Context: an optimization exercise on an open-source flow, tuned for small area. The choices shown serve that exercise and are no tape-out recipe. Only simulation tests tie the RTL to the original design; equivalence was not proved. Power is estimated from default activity; no workload was simulated.

==> design.v <==
module hx_gen_chain (
    input  wire               clk,
    input  wire               rst,           
    input  wire               cfg_load,      
    input  wire [1:0]         cfg_order,     
    input  wire [3:0]         cfg_rate,      
    input  wire               mod_valid,
    input  wire signed [3:0]  mod_in,
    output wire               fine_valid,
    output wire signed [73:0] fine_data,
    output wire               fine_h,
    output wire               fine_o,
    output wire               coarse_valid,
    output wire signed [10:0] coarse_data,
    output wire               coarse_o
);
    localparam W  = 74;
    localparam ND = 5;                     
    localparam DW = 15;                    
    reg [1:0] order_q;
    reg [3:0] rate_q;
    wire      cfg_ok = (cfg_order != 2'd3) && (cfg_rate <= 4'd10);
    wire      clear  = rst || (cfg_load && cfg_ok);
    always @(posedge clk) begin
        if (rst) begin
            order_q <= 2'd0;
            rate_q  <= 4'd7;
        end else if (cfg_load && cfg_ok) begin
            order_q <= cfg_order;
            rate_q  <= cfg_rate;
        end
    end
    wire [2:0]  n_ord  = {1'b0, order_q} + 3'd3;
    wire [13:0] r_mask = (14'd1 << (rate_q + 4'd4)) - 14'd1;           
    reg [13:0] phase;      
    reg [3:0]  run_len;    
    reg        run_neg;    
    reg [2:0]  age;        
    reg        pos_ok;     
    reg [2:0]  nblk;       
    reg        c_ovl;      
    wire is_pos = (mod_in == 4'sd7);
    wire is_neg = (mod_in == -4'sd8);
    wire is_ext = is_pos || is_neg;
    wire [3:0] run_next = !is_ext                                 ? 4'd0 :
                          (run_len != 4'd0 && run_neg == is_neg) ?
                              (run_len == 4'd8 ? 4'd8 : run_len + 4'd1) : 4'd1;
    wire ovl_now  = run_next[3];
    wire [13:0] pm      = phase & r_mask;        
    wire blk_first      = (pm == 14'd0);
    wire blk_last       = (pm == r_mask);
    wire pos_ge_n       = (pm >= {11'd0, n_ord} - 14'd1);
    wire [3:0] cpos     = phase[3:0];
    always @(posedge clk) begin
        if (clear) begin
            phase   <= 14'd0;
            run_len <= 4'd0;
            run_neg <= 1'b0;
            age     <= 3'd7;
            pos_ok  <= 1'b0;
            nblk    <= 3'd0;
            c_ovl   <= 1'b0;
        end else if (mod_valid) begin
            phase   <= phase + 14'd1;
            run_len <= run_next;
            run_neg <= is_neg;
            if (ovl_now) begin
                age    <= 3'd0;
                pos_ok <= pos_ge_n;
            end else if (blk_first && age != 3'd7) begin
                age    <= age + 3'd1;
            end
            if (blk_last && nblk != 3'd7)
                nblk <= nblk + 3'd1;
            c_ovl   <= ovl_now || (c_ovl && cpos != 4'd0);
        end
    end
    assign fine_h   = (nblk < n_ord);
    assign fine_o   = (age <= n_ord - 3'd2) || (age == n_ord - 3'd1 && pos_ok);
    assign coarse_o = c_ovl;
    reg [2:0] q;           
    reg [1:0] cq;          
    reg [2:0] zcnt;        
    reg [3:0] xr;          
    reg       pend;        
    reg       ip;          
    reg       dfirst;      
    reg       dlast;       
    reg       pfirst;      
    reg       plast;       
    reg       yhold;       
    reg [1:0] ucnt;        
    reg [3:0] idone;       
    wire zero  = (zcnt != 3'd0);
    wire q_n1  = (q == n_ord - 3'd1);                         
    wire q_n   = (q == ((n_ord == 3'd5) ? 3'd0 : n_ord));     
    wire st1   = pend && !yhold && (q == 3'd0);
    wire at_n  = ip && q_n1;
    wire trig  = plast && at_n;
    wire dump  = pfirst && at_n;
    wire ustart = yhold && q_n && (cq == 2'd1 - n_ord[1:0]);  
    wire urest = (ucnt != 2'd0);
    wire inj   = !ip && q_n1 && !idone[cq];
    reg       xsg;         
    always @(posedge clk) begin
        if (mod_valid)
            xr <= mod_in;
        if (st1)
            xsg <= xr[3];
    end
    always @(posedge clk) begin
        if (rst) begin
            q  <= 3'd0;
            cq <= 2'd0;
        end else begin
            q  <= (q == 3'd4) ? 3'd0 : q + 3'd1;
            cq <= cq + 2'd1;
        end
    end
    always @(posedge clk) begin
        if (clear) begin
            zcnt   <= 3'd5;
            pend   <= 1'b0;
            ip     <= 1'b0;
            dfirst <= 1'b0;
            dlast  <= 1'b0;
            pfirst <= 1'b0;
            plast  <= 1'b0;
            yhold  <= 1'b0;
            ucnt   <= 2'd0;
            idone  <= 4'hf;
        end else begin
            if (zero)
                zcnt <= zcnt - 3'd1;
            pend   <= mod_valid || (pend && !st1);
            ip     <= st1 || (ip && q != 3'd4);
            if (mod_valid) begin
                dfirst <= blk_first;
                dlast  <= blk_last;
            end
            if (st1) begin
                pfirst <= dfirst;
                plast  <= dlast;
            end else if (trig) begin
                plast  <= 1'b0;
            end
            yhold  <= trig || (yhold && !ustart);
            ucnt   <= ustart ? n_ord[1:0] - 2'd2 : (urest ? ucnt - 2'd1 : 2'd0);
            if (dump)
                idone <= 4'h0;
            else if (inj)
                idone[cq] <= 1'b1;
        end
    end
    localparam NC = 8;
    wire [NC-1:0] ctl0 = {st1, ip, inj, zero || dump, ustart, urest, zero, trig};
    reg  [NC-1:0] ctl_d [1:ND];
    integer k;
    always @(posedge clk) begin
        ctl_d[1] <= ctl0;
        for (k = 2; k <= ND; k = k + 1)
            ctl_d[k] <= ctl_d[k-1];
        if (clear)                       
            for (k = 1; k <= ND; k = k + 1)
                ctl_d[k][0] <= 1'b0;
    end
    assign fine_valid = ctl_d[ND][0];
    reg  [W-1:0] ir0, ir1, ir2, ir3, ir4;      
    reg  [W-1:0] cr0, cr1, cr2, cr3;           
    wire [W-1:0] isum, csum;
    wire [ND-1:0] ico, cco;                    
    wire [W-1:0] xs = {{(W-DW){xsg}}, {(DW-4){xr[3]}}, xr};
    genvar j, b;
    generate
        for (j = 0; j < ND; j = j + 1) begin : dg
            localparam LO = j * DW;
            localparam HI = (j == ND - 1) ? W - 1 : j * DW + DW - 1;
            localparam WD = HI - LO + 1;
            wire [NC-1:0] ctl = (j == 0) ? ctl0 : ctl_d[j];
            wire i_x = ctl[7], i_r = ctl[6], i_c = ctl[5], i_z = ctl[4];
            wire c_f = ctl[3], c_r = ctl[2], c_z = ctl[1];
            wire [WD-1:0] ia = i_z ? {WD{1'b0}} : ir0[HI:LO];
            wire [WD-1:0] ib = i_x ? xs[HI:LO] :
                               i_r ? ir4[HI:LO] :
                               i_c ? ~cr0[HI:LO] : {WD{1'b0}};
            wire [WD:0]   ic;
            wire [WD-1:0] ca = c_z ? {WD{1'b0}} : cr0[HI:LO];
            wire [WD-1:0] cb = c_f ? ir4[HI:LO] : (c_r ? cr3[HI:LO] : {WD{1'b0}});
            wire [WD:0]   cc;
            if (j == 0) begin : c0
                assign ic[0] = i_c;
                assign cc[0] = 1'b0;
            end else begin : cj
                reg icr, ccr;
                always @(posedge clk) begin
                    icr <= ico[j-1];
                    ccr <= cco[j-1];
                end
                assign ic[0] = icr;
                assign cc[0] = ccr;
            end
            for (b = 0; b < WD; b = b + 1) begin : bt
                assign isum[LO+b]  = ia[b] ^ ib[b] ^ ic[b];
                assign ic[b+1]     = (ia[b] & ib[b]) | (ia[b] & ic[b]) | (ib[b] & ic[b]);
                assign csum[LO+b]  = ca[b] ^ cb[b] ^ cc[b];
                assign cc[b+1]     = (ca[b] & cb[b]) | (ca[b] & cc[b]) | (cb[b] & cc[b]);
            end
            assign ico[j] = ic[WD];
            assign cco[j] = cc[WD];
        end
    endgenerate
    always @(posedge clk) begin
        ir0 <= ir1;
        ir1 <= ir2;
        ir2 <= ir3;
        ir3 <= ir4;
        ir4 <= isum;
        cr0 <= cr1;
        cr1 <= cr2;
        cr2 <= cr3;
        cr3 <= csum;
    end
    assign fine_data = {ir4[73:60], ir3[59:45], ir2[44:30], ir1[29:15], ir0[14:0]};
    reg [3:0]  wc;
    reg        cvp;
    reg [10:0] cacc;
    wire [3:0] wgt = (cpos ^ {4{cpos[3]}}) + 4'd1;
    always @(posedge clk) begin
        if (clear) begin
            wc   <= 4'd0;
            cvp  <= 1'b0;
            cacc <= 11'd0;
        end else begin
            if (mod_valid) begin
                wc  <= wgt;
                cvp <= (cpos == 4'd15);
            end else begin
                if (wc != 4'd0)
                    wc <= wc - 4'd1;
                if (wc == 4'd0)
                    cvp <= 1'b0;
            end
            if (coarse_valid)
                cacc <= 11'd0;
            else if (wc != 4'd0)
                cacc <= cacc + {{7{xr[3]}}, xr};
        end
    end
    assign coarse_valid = cvp && (wc == 4'd0);
    assign coarse_data  = cacc;
endmodule
==> flow/run.sh <==
#!/bin/bash
# The standard layout (standard.sh), with one change: the buffers that
# buffer_ports puts on every input and output port are the platform's smallest
# buffer cell instead of the one buffer_ports picks by default.
set -euo pipefail
export BUFFER_PORTS_ARGS="-buffer_cell sky130_fd_sc_hd__buf_1"
bash standard.sh > standard_flow.log 2>&1
==> standard.sh <==
#!/bin/bash
# synth_recipe.tcl (not shown) runs the flow's synth.tcl, then flattens the netlist and writes it again
# the make line also repeats each setting of config.mk as NAME=value (left out here)
make -C /OpenROAD-flow-scripts/flow DESIGN_CONFIG=/design/flow/config.mk WORK_HOME=/design/flow/orfs CLKGATE_MAP_FILE= SYNTH_SCRIPT=/design/flow/synth_recipe.tcl "${@:-finish}"
==> config.mk <==
export PLATFORM = sky130hd
export DESIGN_NAME = hx_gen_chain
export DESIGN_NICKNAME = hx_gen_chain
export VERILOG_FILES = /design/flow/design.v
export SDC_FILE = /design/flow/constraint.sdc
export NUM_CORES = 4
export LEC_CHECK = 0
export CAP_MARGIN = 20
export CORE_MARGIN = 2
export CORE_UTILIZATION = 75
export CTS_BUF_LIST = sky130_fd_sc_hd__clkbuf_8
export CTS_CLUSTER_DIAMETER = 55
export CTS_CLUSTER_SIZE = 16
export PLACE_DENSITY = 0.85
export SLEW_MARGIN = 20
==> constraint.sdc <==
create_clock -name core_clock -period 10.0 [get_ports {clk}]
set_input_delay 2.0000 -clock core_clock [delete_from_list [all_inputs] [get_ports {clk}]]
set_output_delay 2.0000 -clock core_clock [all_outputs]
set_load 0.01 [all_outputs]
==> results of run 1 <==
-- through the flow --
stage                     cell area (um^2)  cells  utilization (%)  setup slack, ps
after floorplan                      25800   2113                -             1900
after global placement               26000   2525             77.3             1610
after detailed placement             26000   2525             77.3             1390
after CTS                            26900   2593             79.8             1350
after global routing                 26900   2593             79.9              924
final                                26900   2593             79.9             1260
-- sequential cells by signal, indices dropped and copies added, names as in the netlist, 33 cells and up --
signal / cells
cr0: 74
cr1: 74
cr2: 74
cr3: 74
ir0: 74
ir1: 74
ir2: 74
ir3: 74
ir4: 74
ctl_d: 33
-- synthesized netlist by cell type, drive strengths merged (4+ instances only) --
master and n:
a211o 4, fa 146, mux2i 5, buf 80
and2 40, and3 7, nor2 169, nand2b 36
dfxtp 777, nor4b 5, nand2 77, or3 9
nand3 11, a211oi 63, xnor2 24, a21o 10
inv 72, a22o 54, ha 55, nor3 19
a22oi 4, o21a 8, xor2 9, or4 5
nand4 10, a311o 4, clkbuf 74, edfxtp 5
nor3b 5, a31oi 5, o21ai 44, a21oi 88
or3b 6, nand3b 4, nor2b 129
-- report_power, final --
| group | total, mW | switching (mW) | internal, mW |
|---|---|---|---|
| clock | 1.46 | 0.928 | 0.531 |
| combinational | 0.276 | 0.164 | 0.112 |
| sequential | 3.39 | 0.111 | 3.28 |
-- cell usage in the layout (no fill, tap or decap), types with 58 or more instances in the layout --
cell | Yosys | final
dfxtp_1 | 777 | 777
nor2_1 | 169 | 169
fa_1 | 146 | 146
nor2b_1 | 129 | 129
buf_1 | 3 | 103
a21oi_1 | 88 | 87
nand2_1 | 77 | 77
inv_1 | 72 | 76
a211oi_1 | 63 | 63
clkbuf_8 | 0 | 58
-- cell type report --
class                           count  area share, %
Clock buffer                       58           2.97
Clock inverter                     10          0.256
Inverter                           73           1.02
Multi-Input combinational cell   1104           33.5
Sequential cell                   782           58.4
Tap cell                          448           2.08
Timing Repair Buffer              118           1.85
-- worst max-delay path: stages (launching register included) --
cell and delay (ps):
dfxtp_1 610, inv_1 130, ha_1 450, xnor2_1 250
and3_1 200, o211a_1 210, and2_1 220, nor2_1 220
and2_1 260, fa_1 440, fa_1 390, fa_1 400
fa_1 410, fa_1 400, fa_1 400, fa_1 390
fa_1 400, fa_1 410, fa_1 400, fa_1 390
fa_1 390, fa_1 390, fa_1 370, inv_1 70
fa_1 400, inv_1 60
-- logic make-up (layout without fill, tap and decap cells) --
group	Yosys count	in the layout	synth area share, %
muxes	8	8	0.368
xor gates and xnor gates	33	33	1.12
and+or+nand+nor	548	548	11.1
buffers and inverters	227	259	4.41
DFF	782	782	60.8
AOI/OAI and AO/OA	314	314	8.26
adders and majority gates	201	201	14.0
-- routing by layer --
layer / vias to the layer above / wire length [um] / GRT usage [%]
li1: 6892 / - / -
met1: 7172 / 20200 / 35.5
met2: 371 / 22700 / 45.4
met3: 94 / 2160 / 4.63
met4: 0 / 1240 / 8.68
met5: - / 0 / 0
-- worst paths after layout --
path,startpoint,end,cells after the start
max,order_q[0],ir4[14],25
max reg2reg,order_q[0],ir4[14],25
min reg2reg,cr1[2],cr0[2],0
min,cr1[2],cr0[2],0
==> results_dict.tcl, run 1 <==
set metrics [dict create \
    synth_area_leaders "dfxtp_1 60%, fa_1 11%, nor2b_1 3.1%" \
    outcome "complete, no violations" \
    drtIter0Drc 901 \
    required_ps 10630 \
    cts_resized 0 \
    min_period_ps 8740 \
    cts_hold_buf 0 \
    portBuffers 103 \
    fin_worst_hold_slack_ps 326 \
    core-area_mm2 0.0337 \
    grt_pass1_wl_um 76700 \
    cap_violations 0 \
    synth-seq-cells 782 \
    worstSetupPathType "reg2reg" \
    finalCritPeriodShare_pct 87.4 \
    synthCells 2113 \
    drcViolationCount 0 \
    drive_above_1_share_pct 4.76 \
    final_antenna_net_count 0 \
    synth_edf_count 5 \
    syn_area_per_cell_um2 12.2 \
    power_mw 5.12 \
    rows 67 \
    fin_tns_setup_ps 0 \
    cts_sinks 782 \
    die_w_um 190 \
    async_reset_ff_share_pct 0 \
    setup-violations-final 0 \
    critical_path.max_fanout 16 \
    cts_buffer_depth 3 \
    rsz0062_at_grt "no" \
    leakage_nw 11.3 \
    powerDensity_mw_per_mm2 190 \
    synthToLayoutAreaGrowth_pct 4.16 \
    skew_ps 19.2 \
    grt_max_degree 49 \
    path_clk_slew_ps 100 \
    htreeDepth 2 \
    numCtsBuffers 56 \
    ir_worst_vdd_mv 0.167 \
    via_per_inst 5.60 \
    yosysSeqAreaShare_pct 60.8 \
    io_pins 104 \
    syn-num-nets 2328 \
    grt_pass1_vias 15100 \
    diodes 0 \
    fmaxAchievable_mhz 114 \
    fp.dieArea_mm2 0.0360 \
    grt_usage_pct 26.8 \
    cp-end-kind "register" \
    final_nets 2350 \
    antenna_found_initial 0 \
    min_path_type "reg2reg" \
    synth.distinct_cells 69 \
    hold_viol 0 \
    yosysTopAreaCell "dfxtp_1" \
    gp_congestion 0.897 \
    r2r_setup_slack_ps 1260 \
    place_hpwl_um 31600 \
    synth_warnings 2 \
    tritoncts "done" \
    firstDrtPassIters 6 \
    regArea_mm2 0.0157 \
    fp.dieH_um 190 \
    cp-start-kind "register" \
    post_cts_buffers 0 \
    slew_violations 0 \
    worst_pin_slew_ps 876 \
    vias 14500 \
    arrival_ps 9370 \
    avgRoutedWirePerCell_um 17.9 \
    syn_area_mm2 0.0258 \
    slew_headroom_pct 41.4 \
    clockRootBuffer "clkbuf_8" \
    wirelength_um 46400 \
    synth_top_area_share_pct 60.2 \
    initial_core_util_pct 76.7 \
    multi_input_area_mm2 0.00901 \
    clk_latency_ps 690 \
    ys.flop_type "dfxtp_1" \
    grt-ovfl-total 0 \
    n_fill_cell 1994 \
]
==> inputs of run 2 (changes only) <==
--- a/design.v
+++ b/design.v
@@ -33,3 +33,13 @@
     wire [2:0]  n_ord  = {1'b0, order_q} + 3'd3;
-    wire [13:0] r_mask = (14'd1 << (rate_q + 4'd4)) - 14'd1;           
+    wire [13:0] r_mask;                                                  
+    genvar mb;
+    generate
+        for (mb = 0; mb < 14; mb = mb + 1) begin : msk
+            if (mb < 4) begin : lo
+                assign r_mask[mb] = 1'b1;
+            end else begin : hi
+                assign r_mask[mb] = (rate_q >= mb - 3);
+            end
+        end
+    endgenerate
     reg [13:0] phase;      
@@ -49,5 +59,5 @@
     wire [13:0] pm      = phase & r_mask;        
-    wire blk_first      = (pm == 14'd0);
-    wire blk_last       = (pm == r_mask);
-    wire pos_ge_n       = (pm >= {11'd0, n_ord} - 14'd1);
+    wire blk_first      = ~|pm;
+    wire blk_last       = &(phase | ~r_mask);
+    wire pos_ge_n       = (|pm[13:3]) || (pm[2:0] >= n_ord - 3'd1);
     wire [3:0] cpos     = phase[3:0];
==> run 2 against run 1 <==
Effect of this change: clock power about the same; synthesized cell count down 4.2%; clock skew up 2.3 ps; total power barely moved; register-to-register slack better by 480 ps; cell count decreased by 3.3%; utilization decreased by 0.86 points; first-iteration DRC count shrank 19%; design area down 2.3%; largest cell class unchanged.
==> results_dict.tcl, run 2 <==
set metrics [dict create \
    arrival_ps 8830 \
    gp_congestion 0.932 \
    htreeDepth 2 \
    place_hpwl_um 30600 \
    synthToLayoutAreaGrowth_pct 4.38 \
    max_stage_delay_ps 760 \
    critical_path.max_fanout 18 \
    path_clk_slew_ps 100 \
    grt_max_degree 53 \
    async_reset_ff_share_pct 0 \
    ys.flop_type "dfxtp_1" \
    min_path_type "reg2reg" \
    pre_cts_ws_ps 1750 \
    portBuffers 103 \
    fp.dieArea_mm2 0.0351 \
    syn_area_per_cell_um2 12.4 \
    grt_usage_pct 26.1 \
    ys_top_cells_by_count "777 x dfxtp_1, 211 x nor2_1, 146 x fa_1" \
    setup-violations-final 0 \
    worstSetupPathType "reg2reg" \
    synth.distinct_cells 58 \
    seqPwrFrac_pct 66.1 \
    drcViolationCount 0 \
    r2r_setup_slack_ps 1750 \
    cp-end-kind "register" \
    avgRoutedWirePerCell_um 17.7 \
    skew_ps 21.5 \
    netSwitchingFraction_pct 22.8 \
    yosysTopAreaCell "dfxtp_1" \
    required_ps 10570 \
    cts_resized 0 \
    numCtsBuffers 56 \
    layout_common_cells "777 x dfxtp_1, 211 x nor2_1, 146 x fa_1" \
    synth_edf_count 5 \
    final_antenna_net_count 0 \
    rows 67 \
    synth_top_area_share_pct 61.8 \
    finalCritPeriodShare_pct 82.5 \
    cts_sinks 782 \
    fin_tns_setup_ps 0 \
    fmaxAchievable_mhz 121 \
    cts_hold_buf 0 \
    yosysMostFrequentCell "dfxtp_1" \
    slew_headroom_pct 26.5 \
    fin_worst_hold_slack_ps 314 \
    antenna_found_initial 1 \
    cts_buffer_depth 3 \
    diodes 0 \
    fp.dieH_um 187 \
    yosysSeqAreaShare_pct 62.3 \
    grt_pass1_vias 14300 \
    syn-num-nets 2229 \
    clockRootBuffer "clkbuf_8" \
    timing.rr.start "order_q[0]" \
    setup_slack_ps 1750 \
    r2r_end "cr3[14]" \
    grt_pass1_wl_um 73000 \
    power_switching_mw 1.17 \
    initial_core_util_pct 75.7 \
    slew_violations 0 \
    rsz0062_at_grt "no" \
    wirelength_um 44400 \
    final_common_cell "dfxtp_1" \
    synth_warnings 2 \
    critPathLaunch "order_q[0]" \
    worst_pin_slew_ps 1100 \
    cap_violations 0 \
    hold_viol 0 \
    rr_worst_depth 23 \
    drtIter0Drc 733 \
    min_period_ps 8250 \
    leakage_nw 10.9 \
    clockPowerShare_pct 29.0 \
    io_pins 104 \
    cp-endpoint "cr3[14]" \
    comb_power_share_pct 4.9 \
    cp-start-kind "register" \
    firstDrtPassIters 5 \
    powerDensity_mw_per_mm2 195 \
    core-area_mm2 0.0333 \
    synth_area_leaders "dfxtp_1 62%, fa_1 12%, nor2b_1 3.2%" \
    synth-seq-cells 782 \
    clk_latency_ps 640 \
    grt-ovfl-total 0 \
    syn_area_mm2 0.0252 \
    via_per_inst 5.48 \
    post_cts_buffers 0 \
    drive_above_1_share_pct 4.42 \
    cp_common_cell "fa_1" \
    die_w_um 187 \
    critPathSlowestCell "nor4b_4" \
    p_int_mw 3.96 \
    ir_worst_vdd_mv 0.129 \
    vias 13700 \
    tritoncts "done" \
    synthCells 2025 \
    final_nets 2252 \
    outcome "complete, no violations" \
    path_cells "inv_1, ha_1, nor2_1, xor2_1, nor4b_4, o21ai_0, ha_1, fa_1, fa_1, fa_1, fa_1, fa_1, fa_1, fa_1, fa_1, fa_1, fa_1, fa_1, fa_1, fa_1, inv_1, fa_1, inv_1" \
]
## run 2: cell count changes in the layout (fill, tap and decap cells not counted), sizes merged, moves of 7 or more
cell / delta
nor2: +42
a21oi: -34
and2: -17
a221oi: +11
ha: -11
nand2: -10
nand2b: -10
inv: -8
nand4: -7
nor3: -7
## run 2: worst min path at each step
stage | from | to | cells after the start | slack [ps]
5_1_grt | ir1[13] | ir0[13] | 0 | 320
4_1_cts | ir3[11] | ir2[11] | 0 | 320
6_report | ir1[31] | ir0[31] | 0 | 310
3_3_place_gp | cr2[72] | cr1[72] | 0 | 310
2_1_floorplan | cr1[0] | cr0[0] | 0 | 310
3_5_place_dp | cr1[16] | cr0[16] | 0 | 310
## run 2: per-stage QoR
stage | instances | cell area [um^2] | util, % | power (mW)
6_report | 2507 | 26300 | 79.0 | 5.13
3_5_place_dp | 2438 | 25400 | 76.3 | 3.71
3_3_place_gp | 2438 | 25400 | 76.3 | 3.69
2_1_floorplan | 2025 | 25200 | - | 3.64
4_1_cts | 2507 | 26300 | 79.0 | 5.16
5_1_grt | 2507 | 26300 | 79.0 | 5.31
## run 2: cell type report
| class | count | area, um^2 |
|---|---|---|
| Tap cell | 448 | 561 |
| Sequential cell | 782 | 15700 |
| Timing Repair Buffer | 114 | 469 |
| Fill cell | 1984 | 6990 |
| Inverter | 69 | 259 |
| Multi-Input combinational cell | 1025 | 8400 |
| Clock inverter | 12 | 119 |
| Clock buffer | 57 | 785 |
## run 2: kinds of logic after synthesis
kind of cell / count (synthesis) / share of synthesized area (%)
compound gates: 269 / 7.47
fa+ha+maj: 190 / 13.8
xor+xnor: 37 / 1.29
mux: 11 / 0.492
buf+inv: 218 / 4.44
simple gates: 518 / 10.2
flops: 782 / 62.3
## run 2: power groups by stage
stage	logic (mW)	clock network (mW)	registers, mW
floorplan	0.231	0	3.40
global placement	0.240	0	3.45
detailed placement	0.253	0	3.46
CTS	0.255	1.51	3.39
global route	0.284	1.62	3.41
finish	0.254	1.49	3.39
## run 2: routing by layer
layer	track usage [%]	vias up	part of all wire, %
met3	4.02	90	4.6
li1	-	6540	-
met1	34.6	6743	43
met5	0	-	0.023
met2	44.0	361	49
met4	9.40	2	2.8
## run 2: worst max-delay path, delay by kind of cell, from the launching register on
| family | cells | cell delay (ps) |
|---|---|---|
| XOR/XNOR | 1 | 130 |
| AND/OR/NAND/NOR | 2 | 910 |
| flip-flops | 1 | 520 |
| AO/OA/AOI/OAI | 1 | 200 |
| buffers and inverters | 3 | 330 |
| adder cells (fa/ha/maj) | 16 | 6090 |
==> inputs of run 3 (changes only) <==
--- a/design.v
+++ b/design.v
@@ -59,3 +59,5 @@
     wire [13:0] pm      = phase & r_mask;        
-    wire blk_first      = ~|pm;
+    wire pm_hi0         = ~|pm[13:1];
+    wire blk_first      = pm_hi0 & ~pm[0];
+    wire pm_one         = pm_hi0 & pm[0];
     wire blk_last       = &(phase | ~r_mask);
@@ -92,3 +94,3 @@
     reg [1:0] cq;          
-    reg [2:0] zcnt;        
+    reg       zf;          
     reg [3:0] xr;          
@@ -96,4 +98,2 @@
     reg       ip;          
-    reg       dfirst;      
-    reg       dlast;       
     reg       pfirst;      
@@ -103,3 +103,3 @@
     reg [3:0] idone;       
-    wire zero  = (zcnt != 3'd0);
+    wire zero  = zf;
     wire q_n1  = (q == n_ord - 3'd1);                         
@@ -121,9 +121,10 @@
     always @(posedge clk) begin
-        if (rst) begin
+        if (clear)
             q  <= 3'd0;
+        else
+            q  <= (q == 3'd4) ? 3'd0 : q + 3'd1;
+        if (rst)
             cq <= 2'd0;
-        end else begin
-            q  <= (q == 3'd4) ? 3'd0 : q + 3'd1;
+        else
             cq <= cq + 2'd1;
-        end
     end
@@ -131,7 +132,5 @@
         if (clear) begin
-            zcnt   <= 3'd5;
+            zf     <= 1'b1;
             pend   <= 1'b0;
             ip     <= 1'b0;
-            dfirst <= 1'b0;
-            dlast  <= 1'b0;
             pfirst <= 1'b0;
@@ -142,13 +141,9 @@
         end else begin
-            if (zero)
-                zcnt <= zcnt - 3'd1;
+            if (q == 3'd4)
+                zf <= 1'b0;
             pend   <= mod_valid || (pend && !st1);
             ip     <= st1 || (ip && q != 3'd4);
-            if (mod_valid) begin
-                dfirst <= blk_first;
-                dlast  <= blk_last;
-            end
             if (st1) begin
-                pfirst <= dfirst;
-                plast  <= dlast;
+                pfirst <= pm_one;
+                plast  <= blk_first;
             end else if (trig) begin
@@ -164,4 +159,6 @@
     end
-    localparam NC = 8;
-    wire [NC-1:0] ctl0 = {st1, ip, inj, zero || dump, ustart, urest, zero, trig};
+    localparam NC = 6;
+    wire [1:0] iop = st1 ? 2'd3 : ip ? 2'd2 : inj ? 2'd1 : 2'd0;
+    wire [1:0] cop = zero ? 2'd3 : ustart ? 2'd2 : urest ? 2'd1 : 2'd0;
+    wire [NC-1:0] ctl0 = {iop, dump, cop, trig};
     reg  [NC-1:0] ctl_d [1:ND];
@@ -189,4 +186,5 @@
             wire [NC-1:0] ctl = (j == 0) ? ctl0 : ctl_d[j];
-            wire i_x = ctl[7], i_r = ctl[6], i_c = ctl[5], i_z = ctl[4];
-            wire c_f = ctl[3], c_r = ctl[2], c_z = ctl[1];
+            wire i_x = (ctl[5:4] == 2'd3), i_r = (ctl[5:4] == 2'd2), i_c = (ctl[5:4] == 2'd1);
+            wire c_f = (ctl[2:1] == 2'd2), c_r = (ctl[2:1] == 2'd1), c_z = (ctl[2:1] == 2'd3);
+            wire i_z = c_z | ctl[3];
             wire [WD-1:0] ia = i_z ? {WD{1'b0}} : ir0[HI:LO];
--- a/config.mk
+++ b/config.mk
@@ -9,3 +9,3 @@
 export CORE_MARGIN = 2
-export CORE_UTILIZATION = 75
+export CORE_UTILIZATION = 80
 export CTS_BUF_LIST = sky130_fd_sc_hd__clkbuf_8
==> run 3 against run 2 <==
Effect of this change: still clean; sequential power hardly changed; sequential cell count fell by 12; count of clock-buffer cells in the layout stayed put; combinational power rose by 13%; routed wire length up 1.4%; worst setup slack got worse by 480 ps; die area is 7.5% lower; clock power down 5%; non-clock buffer count grew 7; total power fell by 0.64%; critical path depth rose by 2; largest power group unchanged.
==> results_dict.tcl, run 3 <==
set metrics [dict create \
    synthCells 1931 \
    core-area_mm2 0.0306 \
    slew_violations 0 \
    ys_top_cells_by_count "765 x dfxtp_1, 146 x fa_1, 132 x and2_1" \
    initial_core_util_pct 81.1 \
    layout_common_cells "765 x dfxtp_1, 146 x fa_1, 132 x and2_1" \
    syn_area_per_cell_um2 12.8 \
    grt_max_degree 50 \
    rows 64 \
    grt_usage_pct 28.5 \
    fmaxAchievable_mhz 115 \
    setup_slack_ps 1270 \
    cts_buffer_depth 3 \
    wirelength_um 45000 \
    avgRoutedWirePerCell_um 19.0 \
    fp.dieArea_mm2 0.0324 \
    async_reset_ff_share_pct 0 \
    ir_worst_vdd_mv 0.142 \
    grt_pass1_wl_um 74500 \
    skew_ps 39.8 \
    finalCritPeriodShare_pct 87.3 \
    min_period_ps 8730 \
    rr_worst_depth 25 \
    powerDensity_mw_per_mm2 197 \
    cp-end-kind "register" \
    synth-seq-cells 770 \
    ys.flop_type "dfxtp_1" \
    grt_busiest_layer "met2" \
    clockRootBuffer "clkbuf_8" \
    cp-start-kind "register" \
    critical_path.max_fanout 15 \
    fin_tns_setup_ps 0 \
    drive_above_1_share_pct 4.56 \
    slew_headroom_pct 35.2 \
    grt_use_met2_pct 48.4 \
    drcViolationCount 0 \
    final_util_pct 84.4 \
    final_common_cell "dfxtp_1" \
    worstSetupPathType "reg2reg" \
    outcome "complete, no violations" \
    tritoncts "done" \
    io_pins 104 \
    htreeDepth 2 \
    synth_warnings 2 \
    vias 13500 \
    synth_area_leaders "dfxtp_1 62%, fa_1 12%, a22o_1 3.9%" \
    portBuffers 103 \
    yosysMostFrequentCell "dfxtp_1" \
    pre_cts_ws_ps 1380 \
    yosysTopAreaCell "dfxtp_1" \
    worst_pin_slew_ps 972 \
    syn_area_mm2 0.0248 \
    post_cts_buffers 0 \
    rsz0062_at_grt "no" \
    leakage_nw 10.9 \
    diodes 0 \
    setup-violations-final 0 \
    clk_latency_ps 630 \
    hold_path_depth 0 \
    use_met1_pct 39.1 \
    gp_congestion 0.859 \
    grt_pass1_vias 14300 \
    via_per_inst 5.69 \
    cts_sinks 770 \
    syn-num-nets 2132 \
    synth_edf_count 5 \
    min_path_type "reg2reg" \
    place_hpwl_um 29700 \
    final_antenna_net_count 0 \
    synth.distinct_cells 61 \
    fp.dieH_um 180 \
    arrival_ps 9300 \
    drtIter0Drc 872 \
    firstDrtPassIters 5 \
    antenna_found_initial 0 \
    yosysSeqAreaShare_pct 62.4 \
    grt.met3_usage_pct 3.94 \
    cts_hold_buf 0 \
    numCtsBuffers 55 \
    grt-ovfl-total 0 \
    die_w_um 180 \
    path_clk_slew_ps 100 \
    hold_viol 0 \
    cap_violations 0 \
    required_ps 10570 \
    final_nets 2166 \
    synthToLayoutAreaGrowth_pct 4.15 \
    synth_top_area_share_pct 61.7 \
    cts_resized 0 \
]
-- run 3: cell count changes after synthesis, moves of 10 or more --
| cell | previous run | this run |
|---|---|---|
| nor2_1 | 211 | 59 |
| a221oi_1 | 13 | 2 |
| a22o_1 | 54 | 110 |
| dfxtp_1 | 777 | 765 |
| nor2b_1 | 129 | 45 |
| and2_1 | 23 | 132 |
| nand2_1 | 67 | 54 |
| nand4_1 | 3 | 13 |
| o21ai_0 | 37 | 100 |
| a211oi_1 | 62 | 4 |
-- run 3: stage by stage --
step / power [mW] / hold slack (ps) / cell area [um^2] / std cells
finish: 5.09 / 297 / 25800 / 2368
detailed placement: 3.74 / 312 / 25000 / 2304
floorplan: 3.65 / 310 / 24800 / 1931
global route: 5.28 / 316 / 25800 / 2368
global placement: 3.71 / 309 / 25000 / 2304
CTS: 5.12 / 311 / 25800 / 2368
-- run 3: path summary, 6_finish.rpt --
check / from / endpoint / slack (ps)
max: order_q[0] / ir4[14] / 1270
min: cr1[15] / cr0[15] / 300
max reg2reg: order_q[0] / ir4[14] / 1270
min reg2reg: cr1[15] / cr0[15] / 300
-- run 3: final cells by class --
| class | instances | area [um^2] |
|---|---|---|
| timing repair buffer | 121 | 522 |
| sequential | 770 | 15500 |
| fill | 1601 | 4760 |
| tap | 396 | 495 |
| clock inverter | 7 | 58.8 |
| clock buffer | 57 | 785 |
| multi-input combinational | 958 | 8280 |
| inverter | 59 | 221 |
-- run 3: cell families after synthesis --
family                     synth area share, %
DFF                                       62.4
xor gates and xnor gates                  1.20
muxes                                    0.424
and+or+nand+nor                           8.67
AOI/OAI and AO/OA                         9.22
buffers and inverters                     4.28
adders and majority gates                 13.9
-- run 3: routing by layer --
| metal | vias up | routed length (um) |
|---|---|---|
| met2 | 389 | 22200 |
| met3 | 107 | 2210 |
| met4 | 0 | 1120 |
| met1 | 6618 | 19400 |
| met5 | - | 0 |
| li1 | 6363 | - |
-- run 3: report_power, final --
| part | leakage [nW] | internal (mW) | switching [mW] |
|---|---|---|---|
| Sequential | 6.28 | 3.27 | 0.122 |
| Combinational | 4.19 | 0.112 | 0.176 |
| Clock | 0.444 | 0.520 | 0.898 |
| Total | 10.9 | 3.90 | 1.20 |
-- run 3: critical path: stages, from the launching register on --
cell	delay [ps]
dfxtp_1	550
inv_1	170
ha_1	450
xor2_1	210
mux2i_1	140
nor3b_1	280
and2_1	290
nor2_1	220
and2_1	290
fa_1	410
fa_1	400
fa_1	390
fa_1	410
fa_1	400
fa_1	390
fa_1	400
fa_1	400
fa_1	400
fa_1	410
fa_1	400
fa_1	390
fa_1	380
fa_1	370
inv_1	70
fa_1	400
inv_1	70
==> inputs of run 4 (changes only) <==
--- a/config.mk
+++ b/config.mk
@@ -9,3 +9,3 @@
 export CORE_MARGIN = 2
-export CORE_UTILIZATION = 80
+export CORE_UTILIZATION = 75
 export CTS_BUF_LIST = sky130_fd_sc_hd__clkbuf_8
==> run 4 against run 3 <==
Effect of this change: still clean on timing, DRC and antenna; die area rose by 6.5%; via count decreased by 0.10%; first-iteration DRC count up 5.5%; global-route usage is 2.0 points lower; sequential share of layout area fell by 0.093 points; clock skew down 22 ps; register-to-register slack worse by 150 ps; maximum frequency is 1.7% lower; worst hold slack improved by 21 ps; worst setup slack lost 150 ps; routed wire length is 3.3% lower; total power down 0.24%; largest power group unchanged; highest routed layer unchanged.
==> results_dict.tcl, run 4 <==
set metrics [dict create \
    clockRootBuffer "clkbuf_8" \
    dp.cells 2350 \
    synth_top_area_share_pct 61.7 \
    fin_tns_setup_ps 0 \
    async_reset_ff_share_pct 0 \
    slew_violations 0 \
    drtIter0Drc 920 \
    ys.flop_type "dfxtp_1" \
    path_clk_slew_ps 100 \
    critical_path.top_delay_family "adder cells" \
    syn_area_per_cell_um2 12.8 \
    hold_viol 0 \
    min_path_type "reg2reg" \
    n_fill_cell 1906 \
    leakage_nw 10.9 \
    worstSetupPathType "reg2reg" \
    firstDrtPassIters 5 \
    avgRoutedWirePerCell_um 18.0 \
    cts_resized 0 \
    final_common_cell "dfxtp_1" \
    rows 66 \
    gp_congestion 0.855 \
    yosysMostFrequentCell "dfxtp_1" \
    cts_hold_buf 0 \
    rsz0062_at_grt "no" \
    synth.distinct_cells 61 \
    required_ps 10610 \
    skew_ps 18.0 \
    portBuffers 103 \
    tritoncts "done" \
    finalCritPeriodShare_pct 88.8 \
    slew_headroom_pct 34.1 \
    drcViolationCount 0 \
    worst_pin_slew_ps 989 \
    grt_usage_pct 26.5 \
    outcome "complete, no violations" \
    antenna_found_initial 0 \
    setup-violations-final 0 \
    min_period_ps 8880 \
    layout_common_cells "765 x dfxtp_1, 146 x fa_1, 132 x and2_1" \
    htreeDepth 2 \
    cp_common_cell "fa_1" \
    fmaxAchievable_mhz 113 \
    via_per_inst 5.58 \
    io_pins 104 \
    drive_above_1_share_pct 4.42 \
    arrival_ps 9490 \
    cap_violations 0 \
    ys_top_cells_by_count "765 x dfxtp_1, 146 x fa_1, 132 x and2_1" \
    cp_num_buf_inv 3 \
    initial_core_util_pct 76.2 \
    final_antenna_net_count 0 \
    cts_sinks 770 \
    final_util_pct 79.5 \
    fp.dieH_um 186 \
    grt_max_degree 50 \
    syn_area_mm2 0.0248 \
    cp-start-kind "register" \
    diodes 0 \
    syn-num-nets 2132 \
    max_stage_delay_ps 550 \
    vias 13500 \
    cp-end-kind "register" \
    place_hpwl_um 29400 \
    finalNonFillerCells 2412 \
    synth_edf_count 5 \
    grt-ovfl-total 0 \
    critPathSlowestCell "dfxtp_1" \
    synthToLayoutAreaGrowth_pct 4.31 \
    cts_buffer_depth 3 \
    grt_pass1_vias 14000 \
    final_nets 2165 \
    fp.dieArea_mm2 0.0345 \
    post_cts_buffers 0 \
    wirelength_um 43500 \
    core-area_mm2 0.0325 \
    synth_warnings 2 \
    yosysSeqAreaShare_pct 62.4 \
    synthCells 1931 \
    grt_pass1_wl_um 71300 \
    numCtsBuffers 54 \
    ir_worst_vdd_mv 0.148 \
    clk_latency_ps 670 \
    yosysTopAreaCell "dfxtp_1" \
    powerDensity_mw_per_mm2 196 \
    synth_area_leaders "dfxtp_1 62%, fa_1 12%, a22o_1 3.9%" \
    synth-seq-cells 770 \
    critical_path.max_fanout 15 \
    die_w_um 186 \
]
-- run 4: cell types whose count changed in the layout (fill, tap and decap cells not counted) --
cell        before  now
bufinv_16        0    1
clkbuf_8        57   55
clkinv_2         1    0
clkinv_8         1    0
clkinvlp_4       1    3
inv_8            2    1
nor2_1          58   59
nor2_2           1    0
-- run 4: final cells by class --
| class | count | area (um^2) | share of cell area [%] |
|---|---|---|---|
| clock buffer | 55 | 757 | 2.93 |
| sequential | 770 | 15500 | 59.8 |
| tap | 442 | 553 | 2.14 |
| timing repair buffer | 121 | 522 | 2.02 |
| inverter | 59 | 221 | 0.856 |
| multi-input combinational | 958 | 8280 | 32.0 |
| clock inverter | 7 | 71.3 | 0.276 |
-- run 4: final timing paths --
path	startpoint	endpoint	slack, ps	cells after the start
hold / removal	cr1[3]	cr0[3]	320	0
setup reg to reg	order_q[0]	ir4[14]	1120	25
hold reg to reg	cr1[3]	cr0[3]	320	0
setup / recovery	order_q[0]	ir4[14]	1120	25
-- run 4: metrics by stage --
step / hold WS (ps) / total power [mW] / area [um^2] / setup slack, ps
floorplan: 310 / 3.65 / 24800 / 2020
global placement: 310 / 3.71 / 25000 / 1540
detailed placement: 312 / 3.74 / 25000 / 1210
CTS: 321 / 5.12 / 25900 / 1150
global route: 332 / 5.29 / 25900 / 760
finish: 318 / 5.08 / 25900 / 1120
-- run 4: where the power goes --
group          internal [mW]  switching (mW)  leakage [nW]
registers               3.26           0.122          6.28
clock network          0.526           0.886         0.427
logic                  0.112           0.172          4.19
total                   3.90            1.18          10.9
-- run 4: kinds of logic after synthesis --
family,Yosys count,synth area share [%]
buf+inv,203,4.28
compound gates,337,9.22
fa+ha+maj,187,13.9
flops,770,62.4
mux,9,0.424
xor+xnor,33,1.20
simple gates,392,8.67
-- run 4: routing by layer --
metal  vias up  wire length [um]  GRT usage, %
met2       342             21400          44.9
met3        80              2070          4.44
met5         -                 0             0
met4         0               944          7.15
li1       6365                 -             -
met1      6676             19100          35.6
==> inputs of run 5 (changes only) <==
--- a/design.v
+++ b/design.v
@@ -101,4 +101,6 @@
     reg       yhold;       
-    reg [1:0] ucnt;        
+    reg       uact;        
     reg [3:0] idone;       
+    reg       rpend;       
+    reg       dstep;       
     wire zero  = zf;
@@ -107,3 +109,5 @@
     wire st1   = pend && !yhold && (q == 3'd0);
-    wire at_n  = ip && q_n1;
+    wire slot  = !idone[cq];                                   
+    wire defer = ip && q_n1 && slot && !plast && !dstep;
+    wire at_n  = q_n1 && ((ip && !defer) || dstep);           
     wire trig  = plast && at_n;
@@ -111,4 +115,4 @@
     wire ustart = yhold && q_n && (cq == 2'd1 - n_ord[1:0]);  
-    wire urest = (ucnt != 2'd0);
-    wire inj   = !ip && q_n1 && !idone[cq];
+    wire urest = uact;
+    wire inj   = q_n1 && slot && !at_n;
     reg       xsg;         
@@ -138,4 +142,6 @@
             yhold  <= 1'b0;
-            ucnt   <= 2'd0;
+            uact   <= 1'b0;
             idone  <= 4'hf;
+            rpend  <= 1'b0;
+            dstep  <= 1'b0;
         end else begin
@@ -152,3 +158,5 @@
             yhold  <= trig || (yhold && !ustart);
-            ucnt   <= ustart ? n_ord[1:0] - 2'd2 : (urest ? ucnt - 2'd1 : 2'd0);
+            uact   <= (ustart || uact) && (cq != 2'd3);           
+            rpend  <= trig || (rpend && !q_n1);
+            dstep  <= defer || (dstep && !q_n1);
             if (dump)
@@ -159,7 +167,7 @@
     end
-    localparam NC = 6;
-    wire [1:0] iop = st1 ? 2'd3 : ip ? 2'd2 : inj ? 2'd1 : 2'd0;
+    localparam NC = 5;
+    wire [1:0] iop = st1 ? 2'd3 : ((ip && !defer) || at_n) ? 2'd2 : inj ? 2'd1 : 2'd0;
     wire [1:0] cop = zero ? 2'd3 : ustart ? 2'd2 : urest ? 2'd1 : 2'd0;
-    wire [NC-1:0] ctl0 = {iop, dump, cop, trig};
-    reg  [NC-1:0] ctl_d [1:ND];
+    wire [NC-1:0] ctl0 = {iop, dump, cop};
+    reg  [NC-1:0] ctl_d [1:ND-1];
     integer k;
@@ -167,9 +175,6 @@
         ctl_d[1] <= ctl0;
-        for (k = 2; k <= ND; k = k + 1)
+        for (k = 2; k <= ND - 1; k = k + 1)
             ctl_d[k] <= ctl_d[k-1];
-        if (clear)                       
-            for (k = 1; k <= ND; k = k + 1)
-                ctl_d[k][0] <= 1'b0;
-    end
-    assign fine_valid = ctl_d[ND][0];
+    end
+    assign fine_valid = rpend && q_n1;
     reg  [W-1:0] ir0, ir1, ir2, ir3, ir4;      
@@ -186,5 +191,5 @@
             wire [NC-1:0] ctl = (j == 0) ? ctl0 : ctl_d[j];
-            wire i_x = (ctl[5:4] == 2'd3), i_r = (ctl[5:4] == 2'd2), i_c = (ctl[5:4] == 2'd1);
-            wire c_f = (ctl[2:1] == 2'd2), c_r = (ctl[2:1] == 2'd1), c_z = (ctl[2:1] == 2'd3);
-            wire i_z = c_z | ctl[3];
+            wire i_x = (ctl[4:3] == 2'd3), i_r = (ctl[4:3] == 2'd2), i_c = (ctl[4:3] == 2'd1);
+            wire c_f = (ctl[1:0] == 2'd2), c_r = (ctl[1:0] == 2'd1), c_z = (ctl[1:0] == 2'd3);
+            wire i_z = c_z | ctl[2];
             wire [WD-1:0] ia = i_z ? {WD{1'b0}} : ir0[HI:LO];
--- a/config.mk
+++ b/config.mk
@@ -10,5 +10,5 @@
 export CORE_UTILIZATION = 75
-export CTS_BUF_LIST = sky130_fd_sc_hd__clkbuf_8
-export CTS_CLUSTER_DIAMETER = 55
-export CTS_CLUSTER_SIZE = 16
+export CTS_BUF_LIST = sky130_fd_sc_hd__clkbuf_4 sky130_fd_sc_hd__clkbuf_8
+export CTS_CLUSTER_DIAMETER = 45
+export CTS_CLUSTER_SIZE = 12
 export PLACE_DENSITY = 0.85
==> run 5 against run 4 <==
Effect of this change: first-iteration DRC count increased by 8.5%; sequential share of layout area decreased by 1.1 points; still clean; worst hold slack got worse by 4.0 ps; sequential cell count decreased by 4; cell count increased by 1.3%.
==> results_dict.tcl, run 5 <==
set metrics [dict create \
    outcome "complete, no violations" \
    synth-seq-cells 766 \
    leakage_nw 11.0 \
    fmaxAchievable_mhz 115 \
    syn-num-nets 2132 \
    die_w_um 186 \
    grt_max_degree 44 \
    final_common_cell "dfxtp_1" \
    rsz0062_at_grt "no" \
    min_path_type "reg2reg" \
    firstDrtPassIters 5 \
    synthToLayoutAreaGrowth_pct 5.81 \
    vias 13600 \
    multi_input_area_mm2 0.00829 \
    syn_area_per_cell_um2 12.8 \
    arrival_ps 9130 \
    diodes 0 \
    syn_area_mm2 0.0248 \
    setup-violations-final 0 \
    grt_use_met2_pct 45.5 \
    min_period_ps 8670 \
    via_per_inst 5.58 \
    final_util_pct 80.6 \
    core-area_mm2 0.0325 \
    fin_worst_hold_slack_ps 314 \
    async_reset_ff_share_pct 0 \
    drive_above_1_share_pct 6.20 \
    fp.dieArea_mm2 0.0345 \
    avgRoutedWirePerCell_um 18.3 \
    synth_area_leaders "dfxtp_1 61%, fa_1 12%, a22o_1 3.5%" \
    regArea_mm2 0.0154 \
    synthCells 1931 \
    fp.dieH_um 186 \
    cts_hold_buf 0 \
    synth_warnings 2 \
    htreeDepth 3 \
    n_fill_cell 1823 \
    slew_violations 0 \
    yosysTopAreaCell "dfxtp_1" \
    synth_edf_count 5 \
    ys_top_cells_by_count "761 x dfxtp_1, 146 x fa_1, 129 x and2_1" \
    final_antenna_net_count 0 \
    io_pins 104 \
    clk_latency_ps 590 \
    cts_resized 0 \
    tritoncts "done" \
    grt_busiest_layer "met2" \
    critical_path.max_fanout 15 \
    portBuffers 103 \
    place_hpwl_um 29300 \
    powerDensity_mw_per_mm2 204 \
    synth.distinct_cells 66 \
    cp-start-kind "register" \
    rows 66 \
    grt.met3_usage_pct 4.72 \
    initial_core_util_pct 76.2 \
    hold_viol 0 \
    slew_headroom_pct 32.5 \
    use_met1_pct 36.2 \
    drtIter0Drc 998 \
    numCtsBuffers 75 \
    worst_pin_slew_ps 1010 \
    yosysMostFrequentCell "dfxtp_1" \
    ir_worst_vdd_mv 0.153 \
    cts_sinks 766 \
    grt_pass1_wl_um 72700 \
    cts_buffer_depth 3 \
    wirelength_um 44700 \
    cap_violations 0 \
    cp-end-kind "register" \
    required_ps 10460 \
    fin_tns_setup_ps 0 \
    gp_congestion 0.878 \
    antenna_found_initial 0 \
    post_cts_buffers 0 \
    path_clk_slew_ps 80 \
    yosysSeqAreaShare_pct 62.1 \
    layout_common_cells "761 x dfxtp_1, 146 x fa_1, 129 x and2_1" \
    drcViolationCount 0 \
    clockRootBuffer "clkbuf_8" \
    worstSetupPathType "reg2reg" \
    synth_top_area_share_pct 61.5 \
    grt_pass1_vias 14000 \
    ys.flop_type "dfxtp_1" \
    final_nets 2192 \
    skew_ps 20.2 \
    finalCritPeriodShare_pct 86.7 \
    grt_usage_pct 27.1 \
    grt-ovfl-total 0 \
]
==> run 5: cell types whose count changed after synthesis, sizes merged, moves of 12 or more <==
cell / before / now
nor2b: 45 / 33
a22oi: 8 / 21
o211ai: 5 / 20
inv: 59 / 71
nand2: 54 / 66
a21oi: 64 / 48
==> run 5: report_power, final <==
part	internal, mW	leakage [nW]	switching, mW
Combinational	0.116	4.18	0.182
Clock	0.777	0.619	0.926
Sequential	3.24	6.24	0.115
==> run 5: layout make-up <==
cell class / count / area share, %
sequential: 766 / 58.7
inverter: 72 / 1.03
clock buffer: 79 / 4.07
tap: 442 / 2.11
clock inverter: 8 / 0.477
multi-input combinational: 954 / 31.6
timing repair buffer: 122 / 2.02
==> run 5: per-layer routing <==
metal	part of all wire, %	up-vias	routed length (um)
met5	0	-	0
met4	2.7	0	1200
met2	50	380	22200
li1	-	6417	-
met1	43	6721	19000
met3	5.2	107	2320
==> run 5: path summary, 6_finish.rpt <==
check | start | end | slack (ps) | cells past startpoint
setup / recovery | order_q[0] | cr3[14] | 1330 | 25
hold reg to reg | ir1[38] | ir0[38] | 310 | 0
hold / removal | ir1[38] | ir0[38] | 310 | 0
setup reg to reg | order_q[0] | cr3[14] | 1330 | 25
==> run 5: per-stage QoR <==
step	setup WS (ps)	area (um^2)	power [mW]	std cells
after floorplan	2050	24800	3.63	1931
final	1330	26200	5.36	2443
after detailed placement	1360	25000	3.72	2356
after CTS	1260	26200	5.40	2443
after global placement	1640	25000	3.69	2356
after global routing	862	26200	5.57	2443
==> run 5: logic make-up after synthesis <==
kind of cell / Yosys count / synth area share (%)
adders and majority gates: 187 / 13.9
muxes: 9 / 0.414
buffers and inverters: 211 / 4.47
DFF: 766 / 62.1
and+or+nand+nor: 394 / 8.67
AOI/OAI and AO/OA: 331 / 9.31
xor gates and xnor gates: 33 / 1.20
==> run 5: worst max-delay path: stages, from the launching register on <==
cell     delay, ps
dfxtp_1        520
inv_1          130
ha_1           410
nor3b_1        180
a21oi_1        120
a21oi_1         50
nand3_1        210
nor3b_2        870
a22o_1         280
ha_1           150
inv_1           50
fa_1           390
fa_1           410
fa_1           400
fa_1           390
fa_1           390
fa_1           390
fa_1           380
fa_1           390
fa_1           380
fa_1           380
fa_1           380
fa_1           400
fa_1           380
inv_1           70
fa_1           410
==> inputs of run 6 (changes only) <==
--- a/config.mk
+++ b/config.mk
@@ -10,5 +10,5 @@
 export CORE_UTILIZATION = 75
-export CTS_BUF_LIST = sky130_fd_sc_hd__clkbuf_4 sky130_fd_sc_hd__clkbuf_8
+export CTS_BUF_LIST = sky130_fd_sc_hd__clkbuf_8
 export CTS_CLUSTER_DIAMETER = 45
-export CTS_CLUSTER_SIZE = 12
+export CTS_CLUSTER_SIZE = 20
 export PLACE_DENSITY = 0.85
==> run 6 against run 5 <==
Effect of this change: highest routed layer unchanged; critical path depth is the same; maximum frequency is essentially flat; count of clock-buffer cells in the layout shrank 21; non-clock buffer count is the same; synthesized cell count is the same; still clean.
==> results_dict.tcl, run 6 <==
set metrics [dict create \
    grt-ovfl-total 0 \
    die_w_um 186 \
    cts_hold_buf 0 \
    syn_area_per_cell_um2 12.8 \
    drive_above_1_share_pct 5.91 \
    synthToLayoutAreaGrowth_pct 5.37 \
    ir_worst_vdd_mv 0.164 \
    arrival_ps 9270 \
    powerDensity_mw_per_mm2 201 \
    timing.rr.start "order_q[0]" \
    syn-num-nets 2132 \
    finalNonFillerCells 2439 \
    drtIter0Drc 1039 \
    skew_ps 19.8 \
    grt_pass1_vias 13800 \
    final_common_cell "dfxtp_1" \
    cts_buffer_depth 3 \
    rsz0062_at_grt "no" \
    ys.flop_type "dfxtp_1" \
    dp.cells 2356 \
    final_antenna_net_count 0 \
    outcome "complete, no violations" \
    yosysTopAreaCell "dfxtp_1" \
    worstSetupPathType "reg2reg" \
    yosysMostFrequentCell "dfxtp_1" \
    synth.distinct_cells 66 \
    grt_pass1_wl_um 71700 \
    initial_core_util_pct 76.2 \
    finalCritPeriodShare_pct 86.7 \
    syn_area_mm2 0.0248 \
    synth-seq-cells 766 \
    grt_max_degree 44 \
    portBuffers 103 \
    cts_resized 0 \
    gp_congestion 0.878 \
    yosysSeqAreaShare_pct 62.1 \
    rows 66 \
    power_mw 5.25 \
    synth_area_leaders "dfxtp_1 61%, fa_1 12%, a22o_1 3.5%" \
    post_cts_buffers 0 \
    synth_top_area_share_pct 61.5 \
    place_hpwl_um 29300 \
    htreeDepth 2 \
    worst_pin_slew_ps 1030 \
    vias 13500 \
    fp.dieH_um 186 \
    min_path_type "reg2reg" \
    async_reset_ff_share_pct 0 \
    fp.dieArea_mm2 0.0345 \
    firstDrtPassIters 6 \
    ys_top_cells_by_count "761 x dfxtp_1, 146 x fa_1, 129 x and2_1" \
    slew_violations 0 \
    synth_edf_count 5 \
    antenna_found_initial 0 \
    clk_latency_ps 650 \
    clockRootBuffer "clkbuf_8" \
    wirelength_um 44100 \
    io_pins 104 \
    core-area_mm2 0.0325 \
    cp-end-kind "register" \
    grt_usage_pct 26.6 \
    numCtsBuffers 52 \
    slew_headroom_pct 31.3 \
    leakage_nw 11.0 \
    hold_viol 0 \
    hold_start "ir1[1]" \
    cp-start-kind "register" \
    diodes 0 \
    critical_path.max_fanout 15 \
    cap_violations 0 \
    via_per_inst 5.54 \
    avgRoutedWirePerCell_um 18.1 \
    synth_warnings 2 \
    layout_common_cells "761 x dfxtp_1, 146 x fa_1, 129 x and2_1" \
    fin_area_mm2 0.0261 \
    drcViolationCount 0 \
    required_ps 10590 \
    path_clk_slew_ps 110 \
    critPathLaunch "order_q[0]" \
    fin_tns_setup_ps 0 \
    setup-violations-final 0 \
    synthCells 1931 \
    cts_sinks 766 \
    final_nets 2169 \
    place_area_mm2 0.0250 \
    min_period_ps 8670 \
    tritoncts "done" \
    fmaxAchievable_mhz 115 \
    final_util_pct 80.3 \
]
[run 6: changes by cell type in the layout (fill, tap and decap cells not counted), moves of 2 or more]
cell        change
clkinvlp_4      +3
clkbuf_4        -3
clkbuf_8       -18
inv_6           +3
inv_1           +2
clkinv_8        +5
inv_8           +2
[run 6: worst paths after layout]
| path | cells past startpoint | slack, ps | endpoint |
|---|---|---|---|
| worst min-delay path | 0 | 320 | ir0[1] |
| worst max register to register | 25 | 1330 | ir4[14] |
| worst max-delay path | 25 | 1330 | ir4[14] |
| worst min register to register | 0 | 320 | ir0[1] |
[run 6: worst max-delay path, stage by stage (launching register included)]
cell     delay [ps]
dfxtp_1         530
inv_1           130
ha_1            410
xor2_1          220
mux2i_1         400
and2_4          250
o211a_4         210
nor2_4           80
and2_1          240
fa_1            410
fa_1            380
fa_1            400
fa_1            420
fa_1            400
fa_1            390
fa_1            390
fa_1            390
fa_1            390
fa_1            390
fa_1            400
fa_1            400
fa_1            400
fa_1            390
inv_1           100
fa_1            430
inv_1            60
[run 6: cell families (layout without fill, tap and decap cells)]
family                     Yosys count  after routing  share of synthesized area, %
xor gates and xnor gates            33             33                          1.20
adders and majority gates          187            187                          13.9
AOI/OAI and AO/OA                  331            331                          9.31
and+or+nand+nor                    394            394                          8.67
buffers and inverters              211            277                          4.47
DFF                                766            766                          62.1
muxes                                9              9                         0.414
[run 6: final cells by class]
class | instances | area [um^2]
Clock buffer | 58 | 798
Clock inverter | 25 | 285
Fill cell | 1873 | 6420
Inverter | 72 | 270
Multi-Input combinational cell | 954 | 8290
Sequential cell | 766 | 15400
Tap cell | 442 | 553
Timing Repair Buffer | 122 | 529
[run 6: through the flow]
stage / setup slack, ps / hold WS (ps)
after floorplan: 2050 / 310
after global placement: 1640 / 310
after detailed placement: 1360 / 312
after CTS: 1260 / 316
after global routing: 882 / 315
final: 1330 / 321
[run 6: metal layers]
metal | track usage [%] | wire length, um | up-vias
met2 | 44.8 | 21600 | 339
li1 | - | - | 6379
met5 | 0 | 0 | -
met4 | 7.87 | 1130 | 0
met1 | 35.8 | 19100 | 6699
met3 | 4.32 | 2250 | 98
[run 6: where the power goes]
group	internal (mW)	total, mW	switching (mW)
registers	3.24	3.36	0.116
logic	0.115	0.297	0.181
clock network	0.618	1.59	0.976
==> inputs of run 7 (changes only) <==
--- a/config.mk
+++ b/config.mk
@@ -11,4 +11,4 @@
 export CTS_BUF_LIST = sky130_fd_sc_hd__clkbuf_8
-export CTS_CLUSTER_DIAMETER = 45
-export CTS_CLUSTER_SIZE = 20
+export CTS_CLUSTER_DIAMETER = 55
+export CTS_CLUSTER_SIZE = 16
 export PLACE_DENSITY = 0.85
==> run 7 against run 6 <==
Effect of this change: first-iteration DRC count fell by 15%; global-route usage fell by 0.44 points; still clean; worst setup slack improved by 24 ps; count of clock-buffer cells in the layout rose by 1.
==> results_dict.tcl, run 7 <==
set metrics [dict create \
    outcome "complete, no violations" \
    cts_hold_buf 0 \
    numCtsBuffers 56 \
    layout_common_cells "761 x dfxtp_1, 146 x fa_1, 129 x and2_1" \
    drive_above_1_share_pct 5.29 \
    drcViolationCount 0 \
    io_pins 104 \
    vias 13500 \
    yosysTopAreaCell "dfxtp_1" \
    cp-end-kind "register" \
    synth.distinct_cells 66 \
    synth_top_area_share_pct 61.5 \
    core-area_mm2 0.0325 \
    synthCells 1931 \
    place_hpwl_um 29300 \
    async_reset_ff_share_pct 0 \
    yosysMostFrequentCell "dfxtp_1" \
    gp_congestion 0.878 \
    initial_core_util_pct 76.2 \
    final_antenna_net_count 0 \
    fp.dieArea_mm2 0.0345 \
    die_w_um 186 \
    final_nets 2174 \
    synth_warnings 2 \
    cts_resized 0 \
    portBuffers 103 \
    hold_viol 0 \
    tritoncts "done" \
    htreeDepth 2 \
    pre_cts_ws_ps 1360 \
    arrival_ps 9230 \
    rsz0062_at_grt "no" \
    slew_violations 0 \
    firstDrtPassIters 5 \
    syn-num-nets 2132 \
    synthToLayoutAreaGrowth_pct 4.68 \
    r2r_setup_slack_ps 1350 \
    antenna_found_initial 0 \
    leakage_nw 10.9 \
    finalCritPeriodShare_pct 86.5 \
    required_ps 10590 \
    synth-seq-cells 766 \
    min_period_ps 8650 \
    ir_worst_vdd_mv 0.148 \
    avgRoutedWirePerCell_um 17.8 \
    worst_pin_slew_ps 1040 \
    regArea_mm2 0.0154 \
    grt-ovfl-total 0 \
    wirelength_um 43200 \
    syn_area_per_cell_um2 12.8 \
    multi_input_area_mm2 0.00829 \
    grt_pass1_wl_um 70500 \
    skew_ps 23.2 \
    grt_pass1_vias 13900 \
    worstSetupPathType "reg2reg" \
    final_common_cell "dfxtp_1" \
    clk_latency_ps 640 \
    cp-start-kind "register" \
    critical_path.max_fanout 15 \
    clockRootBuffer "clkbuf_8" \
    ys.flop_type "dfxtp_1" \
    dp.cells 2356 \
    fin_tns_setup_ps 0 \
    n_fill_cell 1885 \
    slew_headroom_pct 30.7 \
    grt_usage_pct 26.2 \
    cts_buffer_depth 3 \
    grt_max_degree 44 \
    syn_area_mm2 0.0248 \
    path_clk_slew_ps 100 \
    fmaxAchievable_mhz 116 \
    ys_top_cells_by_count "761 x dfxtp_1, 146 x fa_1, 129 x and2_1" \
    powerDensity_mw_per_mm2 197 \
    rows 66 \
    synth_area_leaders "dfxtp_1 61%, fa_1 12%, a22o_1 3.5%" \
    setup-violations-final 0 \
    cap_violations 0 \
    fp.dieH_um 186 \
    diodes 0 \
    cts_sinks 766 \
    synth_edf_count 5 \
    yosysSeqAreaShare_pct 62.1 \
    via_per_inst 5.55 \
    finalNonFillerCells 2426 \
    post_cts_buffers 0 \
    drtIter0Drc 882 \
    min_path_type "reg2reg" \
    setup_slack_ps 1350 \
]
-- run 7: kinds of logic after synthesis --
group | Yosys count | share of synthesized area [%]
buffers and inverters | 211 | 4.47
flip-flops | 766 | 62.1
AO/OA/AOI/OAI | 331 | 9.31
AND/OR/NAND/NOR | 394 | 8.67
XOR/XNOR | 33 | 1.20
adder cells (fa/ha/maj) | 187 | 13.9
multiplexers | 9 | 0.414
-- run 7: path summary, 6_finish.rpt --
| kind | startpoint | to | depth (start not counted) |
|---|---|---|---|
| worst max register to register | order_q[0] | ir4[14] | 25 |
| worst min register to register | cr1[38] | cr0[38] | 0 |
| worst max-delay path | order_q[0] | ir4[14] | 25 |
| worst min-delay path | cr1[38] | cr0[38] | 0 |
-- run 7: power by group --
part           switching, mW  leakage [nW]  internal, mW
Combinational          0.180          4.19         0.115
Sequential             0.115          6.24          3.24
Clock                  0.904         0.471         0.566
-- run 7: final cells by class --
class	count	share of cell area, %
flip-flops and latches	766	59.3
inverters	72	1.04
multi-input cells	954	32.0
clock inverters	10	0.376
well taps	442	2.13
repair buffers	123	2.07
clock buffers	59	3.13
-- run 7: layer usage --
metal  track usage (%)  up-vias  wire, um
li1                  -     6379         -
met2              43.9      336     21000
met3              4.91      105      2320
met5                 0        -         0
met4              8.06        0      1160
met1              34.8     6640     18700
-- run 7: worst max-delay path, stage by stage, from the launching register on --
cell and delay, ps:
dfxtp_1 510, inv_1 130, ha_1 410, xor2_1 220, mux2i_1 400, and2_4 240, o211a_4 210, nor2_4 80
and2_1 250, fa_1 410, fa_1 380, fa_1 400, fa_1 420, fa_1 400, fa_1 380, fa_1 390
fa_1 390, fa_1 390, fa_1 390, fa_1 390, fa_1 410, fa_1 400, fa_1 380, inv_1 100
fa_1 430, inv_1 70
-- run 7: through the flow --
stage / hold WS [ps] / power (mW) / cell area (um^2) / utilization [%]
2_1_floorplan: 310 / 3.63 / 24800 / -
3_3_place_gp: 310 / 3.69 / 25000 / 76.9
3_5_place_dp: 312 / 3.72 / 25000 / 76.9
4_1_cts: 323 / 5.15 / 25900 / 79.7
5_1_grt: 331 / 5.32 / 25900 / 79.7
6_report: 325 / 5.12 / 25900 / 79.7

-- separate check: timing with driven ports --
The flow's constraints put no driver on any port. The routed layouts listed below were extracted and timed again, unchanged, in two steps. Step 1 assumes that a clkbuf_16 drives the clock port and a buf_2 every other input. Step 2 also shifts input and output timing later by t, the mid clock arrival at the registers, as if the neighbouring blocks saw the same clock. a / b / c = ideal / step 1 / step 2; a / b = the first two.
run | t, ns | slack for setup (ns) | worst data-port slew with drivers (ns) | pins driven straight from the clock port
run 1 | 0.726 | 1.261 / 1.261 / 1.261 | 0.03 | 1
run 2 | 0.679 | 1.746 / 1.746 / 1.746 | 0.03 | 1
run 3 | 0.660 | 1.270 / 1.270 / 1.270 | 0.03 | 1
run 4 | 0.702 | 1.116 / 1.116 / 1.116 | 0.03 | 1
run 5 | 0.635 | 1.332 / 1.332 / 1.332 | 0.03 | 1
run 6 | 0.690 | 1.328 / 1.328 / 1.328 | 0.03 | 1
run 7 | 0.673 | 1.352 / 1.352 / 1.352 | 0.03 | 1
After both steps setup and hold are still met in every run listed.
